From an optimization exercise on the open Yosys and OpenROAD flow, aimed at small area, a short achievable clock period and few clock cycles per item; shortcuts taken in it are not production practice. RTL that was checked went through simulation tests only; none was proved equivalent to the original.

the baseline:
==> flow/design.v (excerpt) <==
module ashlar_ctl (
    input  wire         clk,
    input  wire         rst,
    input  wire         in_valid,
    output wire         in_ready,
    input  wire [1:0]   in_op,         
    input  wire [159:0] in_word,
    input  wire [127:0] in_wdata,
    input  wire [15:0]  in_wmask,
    output wire         out_valid,
    output wire [1:0]   out_outcome,   
    output wire [3:0]   out_column,
    output wire [31:0]  out_synd,
    output wire [127:0] out_data,
    output wire [31:0]  out_check,
    input  wire         erase_en,
    input  wire         clr_counts,
    input  wire         clr_erase,
    output wire         erased,
    output wire [3:0]   erased_col,
    input  wire [3:0]   csr_sel,
    output reg  [31:0]  csr_rdata
);
Settings: LEC_CHECK=0, CAP_MARGIN=20, CORE_MARGIN=2, CORE_UTILIZATION=55, CTS_BUF_LIST=sky130_fd_sc_hd__clkbuf_16, CTS_CLUSTER_DIAMETER=100, CTS_CLUSTER_SIZE=30, SLEW_MARGIN=20; clock period 14.0 ns.
standard.sh (not shown) runs the stock make flow with config.mk's settings and CLKGATE_MAP_FILE= SYNTH_SCRIPT=/design/flow/synth_recipe.tcl, a recipe that flattens the netlist after the stock synthesis.
==> flow/flow/run.sh <==
#!/bin/bash
set -e
export SETUP_SLACK_MARGIN=6.5
export BUFFER_PORTS_ARGS="-buffer_cell sky130_fd_sc_hd__buf_1"
bash standard.sh > standard.log 2>&1
The baseline completed every stage of the flow, and the final layout passed the timing, design-rule and antenna checks.
Setup changes, the baseline to the candidate
--- a/flow/config.mk
+++ b/flow/config.mk
@@ -9,6 +9,4 @@
 export CORE_MARGIN = 2
 export CORE_UTILIZATION = 55
-export CTS_BUF_LIST = sky130_fd_sc_hd__clkbuf_16
-export CTS_CLUSTER_DIAMETER = 100
-export CTS_CLUSTER_SIZE = 30
+export CTS_BUF_LIST = sky130_fd_sc_hd__clkbuf_8
 export SLEW_MARGIN = 20
Results
The candidate -> the baseline: maximum frequency flat
CTS buffer count of the candidate exceeds that of the baseline by more than 100%.
Changes observed in the candidate relative to the baseline: routed metal-1 wirelength increased about 0.9%; clock tree buffer count of the final layout increased 91; area occupied by multi-input gates essentially unchanged; actual transition at the worst max-transition pin decreased 0.053 ns.
Function was not checked in any run of this note: the RTL went through the layout flow alone.

---

v32:
ashlar_ctl, a different RTL version from the one above (not shown whole).
Size in the first run: about 4300 cells after synthesis, about 630 flip-flops, ~550 I/O pins.
export LEC_CHECK = 0
export CAP_MARGIN = 20
export CORE_MARGIN = 2
export CORE_UTILIZATION = 40
export SLEW_MARGIN = 20
create_clock -name core_clock -period 14.0 [get_ports {clk}]
==> flow/flow/run.sh <==
#!/bin/bash
set -e
export SETUP_SLACK_MARGIN=7.5
bash standard.sh > standard.log 2>&1
Testbench counts of v32, summed over its fixed seeds: cycles 24,008, items 24,000.
What v45 does differently from v32 at the input level:
Settings: SETUP_SLACK_MARGIN newly set to 5.
==> flow/run.sh (new file) <==
#!/bin/bash
# synth_recipe.tcl (not shown) runs the flow's synth.tcl, then flattens the netlist and writes it again
# the make line also repeats each setting of config.mk as NAME=value (left out here)
make -C /OpenROAD-flow-scripts/flow DESIGN_CONFIG=/design/flow/config.mk WORK_HOME=/design/flow/orfs CLKGATE_MAP_FILE= SYNTH_SCRIPT=/design/flow/synth_recipe.tcl finish
removed: flow/flow/run.sh
removed: flow/standard.sh
==> run notes <==
v45 against v32: fraction of area in clock buffers and inverters picked up an extra 0.79 points; wire length of the first global-routing pass fell 7.8%; latest clock arrival within the worst-skew pair now smaller.
v45 reports its capturing instance or port of the critical path as out_check[25] while v32 reports csr_rdata[14].
--- input diff v45..v14 ---
Settings: SETUP_SLACK_MARGIN no longer set, was 5.
==> flow/flow/run.sh (new file) <==
#!/bin/bash
set -e
export SETUP_SLACK_MARGIN=7
bash standard.sh > standard.log 2>&1
==> flow/standard.sh (new file) <==
#!/bin/bash
# synth_recipe.tcl (not shown) runs the flow's synth.tcl, then flattens the netlist and writes it again
# the make line also repeats each setting of config.mk as NAME=value (left out here)
make -C /OpenROAD-flow-scripts/flow DESIGN_CONFIG=/design/flow/config.mk WORK_HOME=/design/flow/orfs CLKGATE_MAP_FILE= SYNTH_SCRIPT=/design/flow/synth_recipe.tcl "${@:-finish}"
removed: flow/run.sh
==> comparison <==
v14 was carried through to the last stage, and its layout satisfied the timing, design-rule and antenna checks.
Looking at utilization, v14 sits above v45.
In v14 the number of diodes turned out 8 higher than in v45.
v45 -> v14: total length of routed met3 wires increased by more than 10%
v14 ended with less actual slew at the worst max-slew pin than v45.
#### Input delta (v27 over v14)
==> flow/flow/run.sh <==
#!/bin/bash
set -e
export SETUP_SLACK_MARGIN=6
bash standard.sh > standard.log 2>&1
- In terms of worst-skew pair later-pin latency, v27 and v14 differ only marginally.
- The lower met2 global-route usage came out of v27.
- Cmp v27 and v14 / final cell area excluding filler cells / lower: v27
- Where setup slack is concerned, v14 is better than v27.
- Compared with v14, in v27 antenna cell count dropped 7; layout overhead on the synthesized area dropped 15 points; post-detailed-placement half-perimeter wirelength barely changed; count of buffer and inverter cells on the critical path dropped 3.

---

Another version of the RTL of ashlar_ctl (not shown whole).
Size: about 4000 cells after synthesis, roughly 650 flip-flops, ~550 I/O pins.
export LEC_CHECK = 0
export CAP_MARGIN = 20
export CORE_MARGIN = 2
export CORE_UTILIZATION = 55
export CTS_BUF_LIST = sky130_fd_sc_hd__clkbuf_16
export CTS_CLUSTER_DIAMETER = 80
export CTS_CLUSTER_SIZE = 20
export SLEW_MARGIN = 20
create_clock -name core_clock -period 14.0 [get_ports {clk}]
==> flow/flow/run.sh <==
#!/bin/bash
set -e
export SETUP_SLACK_MARGIN=6.25
export BUFFER_PORTS_ARGS="-buffer_cell sky130_fd_sc_hd__buf_1"
bash standard.sh > standard.log 2>&1
The starting point produced a clean layout.
Testbench counts at the start, summed over its fixed seeds: cycles 24,008, items 24,000.
Change:
--- a/flow/flow/run.sh
+++ b/flow/flow/run.sh
@@ -3 +3 @@
-export SETUP_SLACK_MARGIN=6.25
+export SETUP_SLACK_MARGIN=7
The new run finished clean.
Register-to-register slack is better by 0.53 ns.
Non-clock buffer count goes up by 103.
Cell count goes up by about 2%.
Change:
--- a/flow/flow/run.sh
+++ b/flow/flow/run.sh
@@ -3 +3 @@
-export SETUP_SLACK_MARGIN=7
+export SETUP_SLACK_MARGIN=6.5
CORE_UTILIZATION = 40   (was 55)
CTS_BUF_LIST = unset   (was sky130_fd_sc_hd__clkbuf_16)
CTS_CLUSTER_DIAMETER = unset   (was 80)
CTS_CLUSTER_SIZE = unset   (was 20)
Outcome:
- clock skew came out higher by 0.016 ns
- via count came out lower by 2.6%
- global-route usage came out lower by 11 points
- clock-buffer cell count came out higher by 50
- wire length came out lower by 0.80%
- first-iteration DRC count came out lower by 17%
- hold slack is worse by 0.010 ns
- design area came out lower by 1.5%
Change:
--- a/flow/flow/run.sh
+++ b/flow/flow/run.sh
@@ -3 +3 @@
-export SETUP_SLACK_MARGIN=6.5
+export SETUP_SLACK_MARGIN=7
The new run passed the timing, design-rule and antenna checks.
Global-route usage went up by 0.90 points.
Clock skew hardly moves.
Non-clock buffer count goes up by 121.
Count of clock-buffer cells in the layout stays the same.
Fmax rises by 1.6%.
Synthesized cell count does not change.

---

build 25:
ashlar_ctl, a different RTL version from the one above (not shown whole).
For scale: ~4400 cells after synthesis, ~850 flip-flops, ~550 I/O pins.
export LEC_CHECK = 0
export CAP_MARGIN = 20
export CORE_MARGIN = 2
export CORE_UTILIZATION = 55
export CTS_BUF_LIST = sky130_fd_sc_hd__clkbuf_16
export CTS_CLUSTER_DIAMETER = 80
export CTS_CLUSTER_SIZE = 20
export SLEW_MARGIN = 20
create_clock -name core_clock -period 14.0 [get_ports {clk}]
==> flow/flow/run.sh <==
#!/bin/bash
set -e
export SETUP_SLACK_MARGIN=6.75
export BUFFER_PORTS_ARGS="-buffer_cell sky130_fd_sc_hd__buf_1"
bash standard.sh > standard.log 2>&1
Having completed the whole flow, build 25 delivered a layout that passed the timing, design-rule and antenna checks.
Testbench counts of build 25, summed over its fixed seeds: cycles 24,016, items 24,000.
Input-level comparison between build 38 and build 25:
==> flow/flow/run.sh <==
#!/bin/bash
set -e
export SETUP_SLACK_MARGIN=7.25
export BUFFER_PORTS_ARGS="-buffer_cell sky130_fd_sc_hd__buf_1"
bash standard.sh > standard.log 2>&1
==> comparison <==
In build 38 relative to build 25, highest attainable clock frequency had gone up slightly.
Run comparison: build 25 layer carrying the most global-route usage met1; build 38 layer carrying the most global-route usage met2
Largest incremental delay on the critical path: build 38 < build 25
Compared with build 25, in build 38 number of cells produced by synthesis stayed essentially flat; met2 routed wirelength increased by 2.9% relative to the old numbers; layout-stage area growth over the synthesis result picked up an extra 3.4 points; number of gates on the worst path with buffers counted shows an increase of 2.
Taking build 25 as the reference point, the post-CTS setup buffer count of build 38 rises by 27.
In the metrics for build 25 and build 38, the one carrying the lower final-layout fill cell count is build 38.
As far as number of hold-slack violations in the final timing report is concerned, build 25 and build 38 perform about the same.

---

ashlar_ctl, a different RTL version from the one above (not shown whole).
For scale: about 650 flip-flops, roughly 550 I/O pins, roughly 0.042 mm2 of cells after synthesis.
export LEC_CHECK = 0
export CAP_MARGIN = 20
export CORE_MARGIN = 2
export CORE_UTILIZATION = 55
export CTS_BUF_LIST = sky130_fd_sc_hd__clkbuf_16
export CTS_CLUSTER_DIAMETER = 80
export CTS_CLUSTER_SIZE = 20
export SLEW_MARGIN = 20
create_clock -name core_clock -period 14.0 [get_ports {clk}]
==> flow/flow/run.sh <==
#!/bin/bash
set -e
export SETUP_SLACK_MARGIN=7
export BUFFER_PORTS_ARGS="-buffer_cell sky130_fd_sc_hd__buf_1"
bash standard.sh > standard.log 2>&1
The baseline passed the timing, design-rule and antenna checks.
Testbench counts at the start, summed over its fixed seeds: cycles 24,016, items 24,000.
==> next run, changes <==
--- a/flow/flow/run.sh
+++ b/flow/flow/run.sh
@@ -3 +3 @@
-export SETUP_SLACK_MARGIN=7
+export SETUP_SLACK_MARGIN=6.5
Die area is unchanged; wire length came out lower by 4.3%; cell area came out lower by 4.6%; setup slack got worse by 390 ps.
==> next run, changes <==
--- a/flow/flow/run.sh
+++ b/flow/flow/run.sh
@@ -3 +3 @@
-export SETUP_SLACK_MARGIN=6.5
+export SETUP_SLACK_MARGIN=6.75
After rerunning:
- worst setup slack improves by 260 ps
- cell area rose by about 0.8%
- routed wire length barely changes
- cell count hardly moves
- core utilization rose by 0.48 points
- register-to-register slack improves by 310 ps
- clock skew rose by 4.1 ps
- non-clock buffer count rose by 9
- fmax rose by 3.5%

---

== v21 ==
ashlar_ctl with an RTL version that a note above also has.
Size in the first run: roughly 650 flip-flops, roughly 550 I/O pins, ~0.040 sq mm of cells after synthesis.
Design ashlar_ctl, start of the top module:
module ashlar_ctl (
    input  wire         clk,
    input  wire         rst,
    input  wire         in_valid,
    output wire         in_ready,
    input  wire [1:0]   in_op,         
    input  wire [159:0] in_word,
    input  wire [127:0] in_wdata,
    input  wire [15:0]  in_wmask,
    output wire         out_valid,
    output wire [1:0]   out_outcome,   
    output wire [3:0]   out_column,
    output wire [31:0]  out_synd,
    output wire [127:0] out_data,
    output wire [31:0]  out_check,
    input  wire         erase_en,
    input  wire         clr_counts,
    input  wire         clr_erase,
    output wire         erased,
    output wire [3:0]   erased_col,
    input  wire [3:0]   csr_sel,
    output reg  [31:0]  csr_rdata
);
==> flow/config.mk <==
export PLATFORM = sky130hd
export DESIGN_NAME = ashlar_ctl
export DESIGN_NICKNAME = ashlar_ctl
export VERILOG_FILES = /design/flow/design.v
export SDC_FILE = /design/flow/constraint.sdc
export NUM_CORES = 4
export LEC_CHECK = 0
export CAP_MARGIN = 20
export CORE_MARGIN = 2
export CORE_UTILIZATION = 55
export CTS_BUF_LIST = sky130_fd_sc_hd__clkbuf_16
export CTS_CLUSTER_DIAMETER = 80
export CTS_CLUSTER_SIZE = 20
export GPL_TIMING_DRIVEN = 0
export SLEW_MARGIN = 20
==> flow/constraint.sdc <==
create_clock -name core_clock -period 14.0 [get_ports {clk}]
set_input_delay 2.8000 -clock core_clock [delete_from_list [all_inputs] [get_ports {clk}]]
set_output_delay 2.8000 -clock core_clock [all_outputs]
set_load 0.01 [all_outputs]
==> flow/flow/run.sh <==
#!/bin/bash
set -e
export SETUP_SLACK_MARGIN=6.5
export BUFFER_PORTS_ARGS="-buffer_cell sky130_fd_sc_hd__buf_1"
bash standard.sh > standard.log 2>&1
Testbench counts of v21, summed over its fixed seeds: cycles 24,008, items 24,000.
The inputs of v31 differ from those of v21 as listed below.
Settings: clearing GPL_TIMING_DRIVEN, which used to be 0; swapping 80 for 100 in CTS_CLUSTER_DIAMETER; swapping 20 for 30 in CTS_CLUSTER_SIZE.
==> run notes <==
Changes observed in v31 relative to v21: area growth from synthesis to layout decreased 2.7 points, tightest hold margin went up 0.0039 ns, total wire length after detailed routing now smaller, clock period minus final worst setup slack -0.030 ns, worst relative slew slack has increased. Final antenna diode count came out lower on v31 than on v21.
[inputs] v18 vs v31
Settings: removing CTS_CLUSTER_SIZE (formerly 30); removing CTS_BUF_LIST (formerly sky130_fd_sc_hd__clkbuf_16); removing CTS_CLUSTER_DIAMETER (formerly 100); changing CORE_UTILIZATION from 55 to 40.
==> flow/flow/run.sh <==
#!/bin/bash
set -e
export SETUP_SLACK_MARGIN=6
bash standard.sh > standard.log 2>&1
==> comparison <==
- Compared with v31, in v18 clock-pin slew on the worst setup and hold paths has decreased.
- Diff v31 -> v18: number of H-tree levels went up 2, design area went up about 12%.
- Higher number of rows created at floorplan goes to v18 over v31.
- Global-route usage (higher): v31
For v25, these inputs were changed with respect to v18:
Settings: changing CORE_UTILIZATION from 40 to 80; setting CTS_BUF_LIST to sky130_fd_sc_hd__clkbuf_8 for the first time.
==> flow/flow/run.sh <==
#!/bin/bash
set -e
export SETUP_SLACK_MARGIN=6.5
export BUFFER_PORTS_ARGS="-buffer_cell sky130_fd_sc_hd__buf_1"
bash standard.sh > standard.log 2>&1
--- outcome ---
v25 did not finish; the tool stopped in global routing with error GRT-0232. Horizontal extent of the die (higher): v18. v25: count of instances resized after the clock tree is built about 6% below v18. From v18 to v25, post-synthesis xor/xnor area fraction did not move at all. | simple logic cell fraction of the synthesized area | v18 vs v25 | ≈ equal |. Taking v18 as the reference, in v25 number of enable-type register cells in the synthesized netlist held steady; instance area at placement dropped about 9%.
Modified inputs, v4 compared to v25
Settings: putting CTS_CLUSTER_DIAMETER at 80 where nothing was set; swapping 80 for 60 in CORE_UTILIZATION; swapping sky130_fd_sc_hd__clkbuf_8 for sky130_fd_sc_hd__clkbuf_16 in CTS_BUF_LIST; putting CTS_CLUSTER_SIZE at 20 where nothing was set.
diff --git a/flow/flow/run.sh b/flow/flow/run.sh
--- a/flow/flow/run.sh
+++ b/flow/flow/run.sh
@@ -3 +3 @@
-export SETUP_SLACK_MARGIN=6.5
+export SETUP_SLACK_MARGIN=6.75
Findings:
Compared with v25, total clock buffers created by CTS in v4 decreased by more than half. NOTE: placer congestion estimate in v4 falls short of that of v25. Number of synthesized register bits came out exactly the same in v25 and v4. Reported for v25 and v4, synthesized area turned out identical to the last digit. When the final numbers for v25 and v4 were put side by side, the x dimension of the die turned out to be greater in v4. Of v4 and v25, it is v4 that has the lower H-tree depth. Per-instance average area after synthesis: v4 vs v25 — no meaningful difference. v4 | stages: all done | timing, DRC, antenna: all pass. Per the comparison of v4 with v25, cell row count rose by about 16%, number of flops mapped to enable cells by yosys did not really move.

## port drivers added, routing unchanged
In the flow no input, the clock included, has a driving cell. The finished layouts below were timed again as built, in two steps. Step 1: set_driving_cell puts a clkbuf_16 on clk and a buf_2 on each other input, an assumption about the parent block. Step 2 also shifts input and output timing later by t, the mid clock arrival at the registers, as if the neighbouring blocks saw the same clock. Three values: no drivers, after step 1, after step 2; two values: the first two.
| run | shift t [ns] | setup slack, ns | hold WS [ns] |
|---|---|---|---|
| the baseline | 0.674 | 6.486 / 6.458 / 6.458 | 0.536 / 0.536 / 0.536 |
| the candidate | 0.809 | 6.505 / 6.477 / 6.477 | 0.524 / 0.524 / 0.524 |
| v32 | 0.738 | 6.803 / 6.721 / 6.721 | 0.538 / 0.538 / 0.538 |
| v45 | 0.711 | 4.953 / 4.883 / 4.996 | 0.530 / 0.530 / 0.530 |
| v14 | 0.721 | 6.728 / 6.664 / 6.664 | 0.556 / 0.556 / 0.556 |
| v27 | 0.712 | 6.071 / 6.004 / 6.050 | 0.530 / 0.530 / 0.530 |
| the first run of note 3 | 0.675 | 6.356 / 6.329 / 6.329 | 0.537 / 0.537 / 0.537 |
| the second run of note 3 | 0.663 | 6.823 / 6.717 / 6.717 | 0.528 / 0.528 / 0.528 |
| the third run of note 3 | 0.697 | 6.489 / 6.355 / 6.355 | 0.517 / 0.517 / 0.517 |
| the fourth run of note 3 | 0.725 | 6.611 / 6.554 / 6.573 | 0.516 / 0.516 / 0.516 |
| build 25 | 0.710 | 6.784 / 6.734 / 6.734 | 0.370 / 0.370 / 0.370 |
| build 38 | 0.699 | 6.884 / 6.801 / 6.801 | 0.369 / 0.369 / 0.369 |
| the first run of note 5 | 0.701 | 6.842 / 6.774 / 6.774 | 0.498 / 0.498 / 0.498 |
| the second run of note 5 | 0.694 | 6.455 / 6.419 / 6.419 | 0.510 / 0.510 / 0.510 |
| the third run of note 5 | 0.696 | 6.712 / 6.650 / 6.650 | 0.508 / 0.508 / 0.508 |
| v21 | 0.684 | 6.455 / 6.423 / 6.195 | 0.538 / 0.538 / 0.538 |
| v31 | 0.726 | 6.485 / 6.460 / 6.460 | 0.542 / 0.542 / 0.542 |
| v18 | 0.690 | 6.078 / 5.950 / 5.950 | 0.520 / 0.520 / 0.520 |
| v4 | 0.679 | 6.732 / 6.701 / 6.701 | 0.539 / 0.539 / 0.539 |
After both steps every run listed still meets setup and hold. The setup slack of v21, which loses most, moves by -0.032 ns with the drivers and by -0.260 ns with both steps.
